This design comes from an exercise in tuning for a short achievable clock period and few clock cycles per item on the open sky130 flow, not from production work.
Only simulation tests tie the RTL to the original design; equivalence was not proved.
No activity file was given, so power comes from the tool's default toggle rates.

## job 101
// galley_decoder
module galley_decoder (
    input  wire        clk,
    input  wire        rst,
    input  wire        start,
    input  wire [1:0]  exp_ratio,
    input  wire [12:0] exp_len,
    output wire        busy,
    input  wire        in_valid,
    input  wire [31:0] in_data,
    output wire        in_ready,
    output wire        wr_en,
    output wire [11:0] wr_addr,
    output wire [7:0]  wr_data,
    output wire        rd_en,
    output wire [11:0] rd_addr,
    input  wire [7:0]  rd_data,
    output reg         done,
    output reg         ok,
    output reg  [2:0]  fail_check,
    output reg  [12:0] len_out
);
Size in the first run: ~8400 cells after synthesis, ~3100 flip-flops, about 110 I/O pins, roughly 0.13 mm^2 of cells after synthesis.
==> flow/config.mk <==
export PLATFORM = sky130hd
export DESIGN_NAME = galley_decoder
export DESIGN_NICKNAME = galley_decoder
export VERILOG_FILES = /design/flow/design.v
export SDC_FILE = /design/flow/constraint.sdc
export NUM_CORES = 4
export LEC_CHECK = 0
export CAP_MARGIN = 20
export CORE_MARGIN = 2
export CORE_UTILIZATION = 40
export PLACE_DENSITY = 0.6
export SETUP_SLACK_MARGIN = 5
export SLEW_MARGIN = 20
export TNS_END_PERCENT = 100
==> flow/constraint.sdc <==
create_clock -name core_clock -period 8.0 [get_ports {clk}]
set_input_delay 1.6000 -clock core_clock [delete_from_list [all_inputs] [get_ports {clk}]]
set_output_delay 1.6000 -clock core_clock [all_outputs]
set_load 0.01 [all_outputs]
run.sh (not shown) runs the stock make flow with config.mk's settings and CLKGATE_MAP_FILE= SYNTH_SCRIPT=/design/flow/synth_recipe.tcl, a recipe that flattens the netlist after the stock synthesis.
Per the final summary, job 101 finished and its layout is clean on timing, DRC and antenna.
Testbench counts of job 101, summed over its fixed seeds: cycles 276,464, galleys 72.
Setup changes, job 101 to job 102
diff --git a/flow/design.v b/flow/design.v
--- a/flow/design.v
+++ b/flow/design.v
@@ -199,26 +199,30 @@
     wire qc3 = a_tokgo && t_long;
     wire qc2 = a_tokgo && !t_long;
     wire qc1 = a_lb;
     wire qload = (st_chk || st_run) && !qv[4] && h_wavail;
     reg [7:0]  vq [0:11];
     reg [11:0] vv;
+    reg [4:0]  qn;                
     integer a, b;
     always @(*) begin
+        qn[0] = !qv[0];
+        for (b = 1; b < 5; b = b + 1)
+            qn[b] = qv[b - 1] && !qv[b];
         for (a = 0; a < 12; a = a + 1) begin
-            vq[a] = (a < 8) ? q[a % 8] : 8'd0;
+            vq[a] = (a < 8) ? (q[a % 8] & {8{qv[a % 8]}}) : 8'd0;
             if (a < 8)
                 vv[a] = qv[a] || (qload && (a < 4 || qv[(a + 4) % 8]));
             else
                 vv[a] = qload && qv[(a + 4) % 8];
-            for (b = 0; b < 5; b = b + 1) begin
-                if (a >= b && a < b + 4 && (b == 0 ? !qv[0] : (qv[(b + 7) % 8] && (b == 8 || !qv[b % 8]))))
-                    vq[a] = h_word[8*((a - b) % 4) +: 8];
-            end
+            for (b = 0; b < 5; b = b + 1)
+                if (a >= b && a < b + 4)
+                    vq[a] = vq[a] | (h_word[8*((a - b) % 4) +: 8] & {8{qn[b]}});
         end
     end
+    wire qc0 = !(qc1 || qc2 || qc3);
     wire b_go  = b_v && !b_end && !c_full;
     wire b_pad = b_v && b_end;
     wire b_lit_fail = (b_rem < {4'd0, b_size}) || ({4'd0, b_n} > rlen);
     wire b_m_fail   = (b_dm1 >= pout) || ({4'd0, b_n} > rlen);
     wire b_fail = b_go && ((b_kind == K_LITHEAD) ? b_lit_fail :
                            (b_kind == K_MATCH)   ? b_m_fail :
@@ -306,13 +310,14 @@
             h_zc   <= h_zc - 10'd1;
             h_zcnz <= (h_zc != 10'd1);
             if (h_zc == 10'd1)
                 h_word <= h_w;
         end
         for (k = 0; k < 8; k = k + 1)
-            q[k] <= qc3 ? vq[k + 3] : qc2 ? vq[k + 2] : qc1 ? vq[k + 1] : vq[k];
+            q[k] <= (vq[k + 3] & {8{qc3}}) | (vq[k + 2] & {8{qc2}}) |
+                    (vq[k + 1] & {8{qc1}}) | (vq[k] & {8{qc0}});
         if (a_tokgo && t_lit)
             a_litcnt <= q0[6:0];
         if (a_lb)
             a_litcnt <= a_litcnt - 7'd1;
         if (!b_stall) begin
             b_kind <= a_lb ? K_LITBYTE : a_bad ? K_BAD : t_lit ? K_LITHEAD : K_MATCH;
@@ -421,18 +426,17 @@
                     zrp <= zrp + 2'd1;
                 h_v <= 1'b1;
             end else if (h_pop) begin
                 h_v <= 1'b0;
             end
             for (k = 0; k < 8; k = k + 1) begin
-                qv[k] <= qc3 ? vv[k + 3] : qc2 ? vv[k + 2] : qc1 ? vv[k + 1] : vv[k];
+                qv[k] <= (vv[k + 3] && qc3) || (vv[k + 2] && qc2) ||
+                         (vv[k + 1] && qc1) || (vv[k] && qc0);
             end
-            if (a_tokgo && t_lit)
-                a_lit <= (q0[6:0] != 7'd0);
-            if (a_lb && a_litcnt == 7'd1)
-                a_lit <= 1'b0;
+            a_lit <= (a_lit && !(a_lb && a_litcnt == 7'd1)) ||
+                     (!a_lit && a_tokgo && t_lit && (q0[6:0] != 7'd0));
             if (a_bad)
                 a_stop <= 1'b1;
             if (!b_stall)
                 b_v    <= a_item;
             if (b_adv) begin
                 rz    <= (rlen == {4'd0, b_n});
==> run summary <==
Delta (job 102 minus job 101): minimum period implied by the final worst setup slack moved down, hold slack shows no meaningful change, area of all placed cells without fillers went down by 0.41%, cell area after placement lower.
Between job 102 and job 101, the horizontal die dimension figures differ only marginally.
Routed length on met2, job 102 vs job 101: down by a few percent
Job 102 ended with every stage complete and zero timing, DRC or antenna violations.
The layout overhead on the synthesized area was comparable across job 101 and job 102.
Job 101 → job 102: clock network power consumption has increased, combinational power went down about 4%.
Run comparison: job 102 type of the worst setup path primary input to register; job 101 type of the worst setup path register to primary output
Going from job 101 to job 102, final worst setup slack climbed 0.013 ns; count of plain and timing-repair buffers in the layout dropped 14; period utilization dropped 0.16 points; count of standard-cell rows dropped 1.
On overall power, job 101 and job 102 are basically level.
Testbench counts of job 102, summed over its fixed seeds: cycles 276,464, galleys 72.

==> afterwards: timing with drivers on the ports <==
No port has a modelled driver above. Below, the same layouts with a new extraction and two added sets of constraints. Step 1 (the two cells are an assumption about what drives the block):
set clk [get_ports {clk}]
set_driving_cell -lib_cell sky130_fd_sc_hd__clkbuf_16 $clk
set_driving_cell -lib_cell sky130_fd_sc_hd__buf_2 [delete_from_list [all_inputs] $clk]
Step 2, shift: input delay + t, output delay - t, t = (earliest + latest rising clock arrival at the registers) / 2. This alone moves slack from input paths to output paths. Three values: no drivers, after step 1, after step 2; two values: the first two.
| run | t (ns) | setup slack, ns | hold WS [ns] | slew at the worst register clock pin (ns) | cell pins on the clock port's net |
|---|---|---|---|---|---|
| job 101 | 0.956 | 5.061 / 4.960 / 4.210 | 0.325 / 0.325 / 0.325 | 0.07 / 0.07 | 1 |
| job 102 | 0.983 | 5.073 / 4.977 / 4.169 | 0.325 / 0.325 / 0.325 | 0.07 / 0.07 | 1 |
After both steps every run listed still meets setup and hold. For job 102, which loses most, drivers alone change the setup slack by -0.096 ns; drivers and shift together by -0.904 ns.
